From an optimization exercise on the open Yosys and OpenROAD flow, aimed at small area, a short achievable clock period and few clock cycles per item; shortcuts taken in it are not production practice.
Where RTL was checked, it was by simulation tests only, not by an equivalence proof against the original.

red:
## sha256_engine
module sha256_engine (
    input  wire         clk,
    input  wire         rst,         
    input  wire         in_valid,
    output wire         in_ready,
    input  wire         in_first,    
    input  wire [511:0] in_block,
    output wire         out_valid,
    input  wire         out_ready,
    output wire [255:0] out_digest
);
Size: about 5200 cells after synthesis, about 1100 flip-flops, about 780 I/O pins, about 57000 µm² of cells after synthesis.
==> flow/config.mk <==
export PLATFORM = sky130hd
export DESIGN_NAME = sha256_engine
export DESIGN_NICKNAME = sha256_engine
export VERILOG_FILES = /design/flow/design.v
export SDC_FILE = /design/flow/constraint.sdc
export NUM_CORES = 4
export LEC_CHECK = 0
export CAP_MARGIN = 20
export CORE_MARGIN = 2
export CORE_UTILIZATION = 40
export CTS_BUF_LIST = sky130_fd_sc_hd__clkbuf_8
export CTS_CLUSTER_SIZE = 30
export SETUP_SLACK_MARGIN = 5
export SLEW_MARGIN = 20
==> flow/constraint.sdc <==
create_clock -name core_clock -period 10.0 [get_ports {clk}]
set_input_delay 2.0000 -clock core_clock [delete_from_list [all_inputs] [get_ports {clk}]]
set_output_delay 2.0000 -clock core_clock [all_outputs]
set_load 0.01 [all_outputs]
standard.sh (not shown) runs the stock make flow with config.mk's settings and CLKGATE_MAP_FILE= SYNTH_SCRIPT=/design/flow/synth_recipe.tcl, a recipe that flattens the netlist after the stock synthesis.
==> flow/flow/run.sh <==
#!/bin/bash
# Standard layout, with the smallest buffer on each port.
set -euo pipefail
bash standard.sh "BUFFER_PORTS_ARGS=-buffer_cell sky130_fd_sc_hd__buf_1" finish > standard_flow.log 2>&1
What green does differently from red at the input level:
--- a/flow/design.v
+++ b/flow/design.v
@@ -105,30 +105,26 @@
       t_nx   = acc ? 6'd0 : 6'd48;
     end else if (spin) begin
     end else if (t == 6'd63) begin
       fin_nx = 1'b1;
     end else if (run | in_valid | (t != 6'd48)) begin
       t_nx = t + 6'd1;
     end
   end
   wire [31:0] big_s1 = rotr(e, 6) ^ rotr(e, 11) ^ rotr(e, 25);
   wire [31:0] ch     = (e & f) ^ (~e & g);
   wire [31:0] big_s0 = rotr(a, 2) ^ rotr(a, 13) ^ rotr(a, 22);
   wire [31:0] maj    = (a & b) ^ (a & c) ^ (b & c);
-  wire [31:0] pch_x = (e & (p ^ f)) | (~e & (p ^ g));    
-  wire [31:0] pch_a = (e & (p & f)) | (~e & (p & g));    
-  wire [31:0] pch_o = (e & (p | f)) | (~e & (p | g));    
-  wire [31:0] maj_m = (a & (b | c)) | (~a & (b & c));    
-  wire [31:0] as0 = pch_x ^ maj_m;
-  wire [31:0] ac0 = {pch_a | (pch_o & maj_m), 1'b0};
+  wire [31:0] as0 = p ^ ch ^ maj;
+  wire [31:0] ac0 = {maj3(p, ch, maj), 1'b0};
   wire [31:0] as1 = as0 ^ ac0 ^ big_s1;
   wire [31:0] ac1 = {maj3(as0, ac0, big_s1), 1'b0};
   wire [31:0] as2 = as1 ^ ac1 ^ big_s0;
   wire [31:0] ac2 = {maj3(as1, ac1, big_s0), 1'b0};
   wire [31:0] a_n = as2 + ac2;
   wire [31:0] es0 = d ^ p ^ ch;
   wire [31:0] ec0 = {maj3(d, p, ch), 1'b0};
   wire [31:0] es1 = es0 ^ ec0 ^ big_s1;
   wire [31:0] ec1 = {maj3(es0, ec0, big_s1), 1'b0};
   wire [31:0] e_n = es1 + ec1;
   wire [31:0] w0  = w[511:480];
   wire [31:0] w1  = w[479:448];
## What came out
red → green: slack of the worst reg-to-reg path went up by 0.26 ns, worst setup slack went up by 0.26 ns, maximum frequency went up by about 5%.
red was larger in final cell area than green.
First-pass GRT wire length ended up about 4% lower on green than on red.
Diff red -> green | net count of the mapped netlist | decrease of about 7.5%
From red to green the numbers moved as follows: global-route usage essentially unchanged; sum of buffers and inverters on the critical path went up; number of global-route vias before repair moved down; pin count of the biggest net entering global routing went up.
Testbench counts of green, summed over its fixed seeds: cycles 62,544, items 960.
Function not checked in red: the RTL went through the layout flow alone.

---

old:
The RTL this note starts from:
==> flow/design.v <==
module sha256_engine (
    input  wire         clk,
    input  wire         rst,         
    input  wire         in_valid,
    output wire         in_ready,
    input  wire         in_first,    
    input  wire [511:0] in_block,
    output wire         out_valid,
    input  wire         out_ready,
    output wire [255:0] out_digest
);
  localparam [255:0] IV = 256'h6a09e667bb67ae853c6ef372a54ff53a510e527f9b05688c1f83d9ab5be0cd19;
  reg        run;          
  reg  [5:0] t;            
  reg        fin;          
  reg        fill_ok;      
  reg        cur_first;    
  reg        ov;           
  reg        spin;         
  reg  [5:0] rot;          
  reg        l61, l62, l63;   
  reg        first_r;      
  reg [31:0]  a, b, c, d, e, f, g, p;
  reg [255:0] hreg;        
  reg [511:0] w;           
  reg [31:0] k_n;
  always @(*) begin
    case (t)
      6'd0: k_n = 32'h71374491; 6'd1: k_n = 32'hb5c0fbcf;
      6'd2: k_n = 32'he9b5dba5; 6'd3: k_n = 32'h3956c25b;
      6'd4: k_n = 32'h59f111f1; 6'd5: k_n = 32'h923f82a4;
      6'd6: k_n = 32'hab1c5ed5; 6'd7: k_n = 32'hd807aa98;
      6'd8: k_n = 32'h12835b01; 6'd9: k_n = 32'h243185be;
      6'd10: k_n = 32'h550c7dc3; 6'd11: k_n = 32'h72be5d74;
      6'd12: k_n = 32'h80deb1fe; 6'd13: k_n = 32'h9bdc06a7;
      6'd14: k_n = 32'hc19bf174; 6'd15: k_n = 32'he49b69c1;
      6'd16: k_n = 32'hefbe4786; 6'd17: k_n = 32'h0fc19dc6;
      6'd18: k_n = 32'h240ca1cc; 6'd19: k_n = 32'h2de92c6f;
      6'd20: k_n = 32'h4a7484aa; 6'd21: k_n = 32'h5cb0a9dc;
      6'd22: k_n = 32'h76f988da; 6'd23: k_n = 32'h983e5152;
      6'd24: k_n = 32'ha831c66d; 6'd25: k_n = 32'hb00327c8;
      6'd26: k_n = 32'hbf597fc7; 6'd27: k_n = 32'hc6e00bf3;
      6'd28: k_n = 32'hd5a79147; 6'd29: k_n = 32'h06ca6351;
      6'd30: k_n = 32'h14292967; 6'd31: k_n = 32'h27b70a85;
      6'd32: k_n = 32'h2e1b2138; 6'd33: k_n = 32'h4d2c6dfc;
      6'd34: k_n = 32'h53380d13; 6'd35: k_n = 32'h650a7354;
      6'd36: k_n = 32'h766a0abb; 6'd37: k_n = 32'h81c2c92e;
      6'd38: k_n = 32'h92722c85; 6'd39: k_n = 32'ha2bfe8a1;
      6'd40: k_n = 32'ha81a664b; 6'd41: k_n = 32'hc24b8b70;
      6'd42: k_n = 32'hc76c51a3; 6'd43: k_n = 32'hd192e819;
      6'd44: k_n = 32'hd6990624; 6'd45: k_n = 32'hf40e3585;
      6'd46: k_n = 32'h106aa070; 6'd47: k_n = 32'h19a4c116;
      6'd48: k_n = 32'h1e376c08; 6'd49: k_n = 32'h2748774c;
      6'd50: k_n = 32'h34b0bcb5; 6'd51: k_n = 32'h391c0cb3;
      6'd52: k_n = 32'h4ed8aa4a; 6'd53: k_n = 32'h5b9cca4f;
      6'd54: k_n = 32'h682e6ff3; 6'd55: k_n = 32'h748f82ee;
      6'd56: k_n = 32'h78a5636f; 6'd57: k_n = 32'h84c87814;
      6'd58: k_n = 32'h8cc70208; 6'd59: k_n = 32'h90befffa;
      6'd60: k_n = 32'ha4506ceb; 6'd61: k_n = 32'hbef9a3f7;
      6'd62: k_n = 32'hc67178f2; default: k_n = 32'h428a2f98;
    endcase
  end
  function [31:0] rotr;
    input [31:0] x;
    input integer n;
    rotr = (x >> n) | (x << (32 - n));
  endfunction
  function [31:0] add_bk;
    input [31:0] x, y;
    reg   [31:0] gg, pp, hp;
    integer lv, i;
    begin
      gg = x & y;
      pp = x ^ y;
      hp = pp;
      for (lv = 0; lv < 5; lv = lv + 1)
        for (i = (2 << lv) - 1; i < 32; i = i + (2 << lv)) begin
          gg[i] = gg[i] | (pp[i] & gg[i - (1 << lv)]);
          pp[i] = pp[i] & pp[i - (1 << lv)];
        end
      for (lv = 3; lv >= 0; lv = lv - 1)
        for (i = (3 << lv) - 1; i < 32; i = i + (2 << lv)) begin
          gg[i] = gg[i] | (pp[i] & gg[i - (1 << lv)]);
          pp[i] = pp[i] & pp[i - (1 << lv)];
        end
      add_bk = hp ^ {gg[30:0], 1'b0};
    end
  endfunction
  function [31:0] maj3;
    input [31:0] x, y, z;
    maj3 = (x & y) | (x & z) | (y & z);
  endfunction
  wire f_fill = ~fin & (t[5:4] == 2'b11);         
  assign in_ready = fin & (~run | fill_ok);
  wire acc    = in_ready & in_valid;
  wire finish = fin & run;
  wire ov_nx  = finish | (ov & ~out_ready);
  reg [5:0] t_nx;
  reg       run_nx, fin_nx;
  always @(*) begin
    t_nx = t; run_nx = run; fin_nx = fin;
    if (fin) begin
      run_nx = acc;
      fin_nx = 1'b0;
      t_nx   = acc ? 6'd0 : 6'd48;
    end else if (spin) begin
    end else if (t == 6'd63) begin
      fin_nx = 1'b1;
    end else if (run | in_valid | (t != 6'd48)) begin
      t_nx = t + 6'd1;
    end
  end
  wire [31:0] big_s1 = rotr(e, 6) ^ rotr(e, 11) ^ rotr(e, 25);
  wire [31:0] ch     = (e & f) ^ (~e & g);
  wire [31:0] big_s0 = rotr(a, 2) ^ rotr(a, 13) ^ rotr(a, 22);
  wire [31:0] maj    = (a & b) ^ (a & c) ^ (b & c);
  wire [31:0] as0 = p ^ ch ^ maj;
  wire [31:0] ac0 = {maj3(p, ch, maj), 1'b0};
  wire [31:0] as1 = as0 ^ ac0 ^ big_s1;
  wire [31:0] ac1 = {maj3(as0, ac0, big_s1), 1'b0};
  wire [31:0] as2 = as1 ^ ac1 ^ big_s0;
  wire [31:0] ac2 = {maj3(as1, ac1, big_s0), 1'b0};
  wire [31:0] a_n = as2 + ac2;
  wire [31:0] es0 = d ^ p ^ ch;
  wire [31:0] ec0 = {maj3(d, p, ch), 1'b0};
  wire [31:0] es1 = es0 ^ ec0 ^ big_s1;
  wire [31:0] ec1 = {maj3(es0, ec0, big_s1), 1'b0};
  wire [31:0] e_n = es1 + ec1;
  wire [31:0] w0  = w[511:480];
  wire [31:0] w1  = w[479:448];
  wire [31:0] w9  = w[223:192];
  wire [31:0] w14 = w[63:32];
  wire [31:0] sm_s0 = rotr(w1, 7) ^ rotr(w1, 18) ^ (w1 >> 3);
  wire [31:0] sm_s1 = rotr(w14, 17) ^ rotr(w14, 19) ^ (w14 >> 10);
  wire [31:0] ws0 = w0 ^ sm_s0 ^ w9;
  wire [31:0] wc0 = {maj3(w0, sm_s0, w9), 1'b0};
  wire [31:0] ws1 = ws0 ^ wc0 ^ sm_s1;
  wire [31:0] wc1 = {maj3(ws0, wc0, sm_s1), 1'b0};
  wire [31:0] w_new = add_bk(ws1, wc1);
  wire [31:0] in_word = in_block[511 - 32*t[3:0] -: 32];
  wire        hstep  = ~spin & (l61 | l62 | l63 | fin);
  wire [31:0] iv_a   = l61 ? IV[159:128] : l62 ? IV[191:160] : l63 ? IV[223:192] : IV[255:224];
  wire [31:0] iv_e   = l61 ? IV[31:0]    : l62 ? IV[63:32]   : l63 ? IV[95:64]   : IV[127:96];
  wire        use_iv = run & cur_first;
  wire [31:0] lane_a = add_bk(use_iv ? iv_a : hreg[159:128], run ? a : 32'h0);
  wire [31:0] lane_e = add_bk(use_iv ? iv_e : hreg[31:0],    run ? e : 32'h0);
  wire [255:0] init = first_r ? IV :
                      {lane_a, hreg[255:160], lane_e, hreg[127:32]};
  wire [31:0] h_nx = fin ? init[31:0] : g;
  wire [31:0] ps0  = h_nx ^ k_n ^ w0;
  wire [31:0] pc0  = {maj3(h_nx, k_n, w0), 1'b0};
  wire [31:0] p_n  = add_bk(ps0, pc0);
  assign out_valid  = ov;
  assign out_digest = hreg;
  always @(posedge clk) begin
    if (rst) begin
      run    <= 1'b0;
      t      <= 6'd48;
      fin    <= 1'b0;
      fill_ok <= 1'b0;
      ov     <= 1'b0;
      spin   <= 1'b0;
      rot    <= 6'd0;
      l61    <= 1'b0;
      l62    <= 1'b0;
      l63    <= 1'b0;
    end else begin
      run    <= run_nx;
      t      <= t_nx;
      fin    <= fin_nx;
      ov     <= ov_nx;
      spin   <= ~fin_nx & (t_nx == 6'd61) & (ov_nx | (spin & (rot != 6'd47)));
      rot    <= spin ? ((rot == 6'd47) ? 6'd0 : rot + 6'd1) : 6'd0;
      if (run & ~fin & (t == 6'd48))
        fill_ok <= in_valid;
      l61    <= ~fin_nx & (t_nx == 6'd61);
      l62    <= ~fin_nx & (t_nx == 6'd62);
      l63    <= ~fin_nx & (t_nx == 6'd63);
    end
    if (f_fill)
      first_r <= in_first;
    if (hstep)
      hreg <= {lane_a, hreg[255:160], lane_e, hreg[127:32]};
    if (acc)
      cur_first <= first_r;
    if (spin) begin
      w <= {w[479:0], w0};
      {a, b, c, d} <= {d, a, b, c};
      {e, f, g} <= {g, e, f};
    end else begin
      w <= {w[479:0], f_fill ? in_word : w_new};
      if (in_ready) begin
        {a, b, c, d} <= init[255:128];
        {e, f, g} <= init[127:32];
      end else begin
        {a, b, c, d} <= {a_n, a, b, c};
        {e, f, g} <= {e_n, e, f};
      end
      p <= p_n;
    end
  end
endmodule
clock: 10.0 ns
lec_check: 0
cap_margin: 20
core_margin: 2
core_utilization: 40
slew_margin: 20
==> flow/flow/run.sh <==
#!/bin/bash
# Standard layout, with small port buffers and timing repair aimed below the clock period.
set -euo pipefail
bash standard.sh "BUFFER_PORTS_ARGS=-buffer_cell sky130_fd_sc_hd__buf_1" SETUP_SLACK_MARGIN=5 finish > standard_flow.log 2>&1
Testbench counts of old, summed over its fixed seeds: cycles 62,544, items 960.
Input changes introduced in new (baseline for comparison: old):
--- a/flow/design.v
+++ b/flow/design.v
@@ -15,5 +15,5 @@
   reg        fin;          
   reg        fill_ok;      
-  reg        cur_first;    
+  reg        h_pend;       
   reg        ov;           
   reg        spin;         
@@ -96,4 +96,5 @@
   wire finish = fin & run;
   wire ov_nx  = finish | (ov & ~out_ready);
+  wire hp_nx  = (acc & first_r) | (h_pend & ov);
   reg [5:0] t_nx;
   reg       run_nx, fin_nx;
@@ -139,12 +140,10 @@
   wire [31:0] w_new = add_bk(ws1, wc1);
   wire [31:0] in_word = in_block[511 - 32*t[3:0] -: 32];
-  wire        hstep  = ~spin & (l61 | l62 | l63 | fin);
-  wire [31:0] iv_a   = l61 ? IV[159:128] : l62 ? IV[191:160] : l63 ? IV[223:192] : IV[255:224];
-  wire [31:0] iv_e   = l61 ? IV[31:0]    : l62 ? IV[63:32]   : l63 ? IV[95:64]   : IV[127:96];
-  wire        use_iv = run & cur_first;
-  wire [31:0] lane_a = add_bk(use_iv ? iv_a : hreg[159:128], run ? a : 32'h0);
-  wire [31:0] lane_e = add_bk(use_iv ? iv_e : hreg[31:0],    run ? e : 32'h0);
+  wire [31:0] ha_sel = l61 ? hreg[159:128] : l62 ? hreg[191:160] : l63 ? hreg[223:192] : hreg[255:224];
+  wire [31:0] he_sel = l61 ? hreg[31:0]    : l62 ? hreg[63:32]   : l63 ? hreg[95:64]   : hreg[127:96];
+  wire [31:0] lane_a = add_bk(ha_sel, run ? a : 32'h0);
+  wire [31:0] lane_e = add_bk(he_sel, run ? e : 32'h0);
   wire [255:0] init = first_r ? IV :
-                      {lane_a, hreg[255:160], lane_e, hreg[127:32]};
+                      {lane_a, hreg[223:128], lane_e, hreg[95:0]};
   wire [31:0] h_nx = fin ? init[31:0] : g;
   wire [31:0] ps0  = h_nx ^ k_n ^ w0;
@@ -159,4 +158,5 @@
       fin    <= 1'b0;
       fill_ok <= 1'b0;
+      h_pend <= 1'b0;
       ov     <= 1'b0;
       spin   <= 1'b0;
@@ -170,5 +170,6 @@
       fin    <= fin_nx;
       ov     <= ov_nx;
-      spin   <= ~fin_nx & (t_nx == 6'd61) & (ov_nx | (spin & (rot != 6'd47)));
+      h_pend <= hp_nx;
+      spin   <= run_nx & ~fin_nx & (t_nx == 6'd61) & (hp_nx | ov_nx | (spin & (rot != 6'd47)));
       rot    <= spin ? ((rot == 6'd47) ? 6'd0 : rot + 6'd1) : 6'd0;
       if (run & ~fin & (t == 6'd48))
@@ -180,8 +181,14 @@
     if (f_fill)
       first_r <= in_first;
-    if (hstep)
-      hreg <= {lane_a, hreg[255:160], lane_e, hreg[127:32]};
-    if (acc)
-      cur_first <= first_r;
+    if (run & l61 & ~spin) begin
+      hreg[159:128] <= lane_a; hreg[31:0]   <= lane_e;
+    end else if (run & l62) begin
+      hreg[191:160] <= lane_a; hreg[63:32]  <= lane_e;
+    end else if (run & l63) begin
+      hreg[223:192] <= lane_a; hreg[95:64]  <= lane_e;
+    end else if (finish) begin
+      hreg[255:224] <= lane_a; hreg[127:96] <= lane_e;
+    end else if (h_pend & ~ov)
+      hreg <= IV;
     if (spin) begin
       w <= {w[479:0], w0};
### Flow results
In summary, new completed successfully, with a layout that passed the timing, design-rule and antenna checks. new against old: proportion of synthesized chip area in sequential cells now sits lower, total wire length after detailed routing has increased, adder-cell share of the synthesized area now smaller. new vs. old: global-route wire length before repair went up by about 7%. Compared with old, in new fraction of standard cell area that is sequential moved down, via total after detailed routing moved up, final critical path time including I/O delays and setup moved up. Compared with old, new shows net count after synthesis that has gone up by a little under 10%. Between old and new, count of non-CTS inverters in the layout is lower for new, old comes in above that.
Only the layout flow was run in new; the RTL was not checked for function there.

[separate check: timing with driven ports]
How much do the figures lean on ideal ports? The routed layouts below were timed once more, with nothing changed but the port constraints.
Step 1 assumes that a clkbuf_16 drives the clock port and a buf_2 every other input.
Step 2 adds t to the input delays and takes it off the output delays; t is the mean of the earliest and latest rising clock arrival at the registers after step 1. Input paths then give back, and output paths get back, about the clock's delay inside the block.
Slacks: no drivers / after step 1 / after step 2; pairs: no drivers / after step 1.
| run | shift t [ns] | setup WS [ns] | hold WS [ns] | worst data-port slew with drivers (ns) | cell pins on the clock port's net |
|---|---|---|---|---|---|
| red | 0.962 | 4.810 / 4.810 / 4.357 | 0.290 / 0.290 / 0.290 | 0.34 | 1 |
| green | 0.949 | 5.070 / 5.070 / 4.411 | 0.305 / 0.305 / 0.305 | 0.20 | 1 |
| old | 0.811 | 5.034 / 5.034 / 4.395 | 0.288 / 0.288 / 0.288 | 0.20 | 1 |
| new | 0.811 | 5.021 / 5.021 / 4.220 | 0.302 / 0.302 / 0.302 | 0.33 | 1 |
After both steps every run listed still meets setup and hold. For new, which loses most, drivers alone change the setup slack by 0.000 ns; drivers and shift together by -0.801 ns.
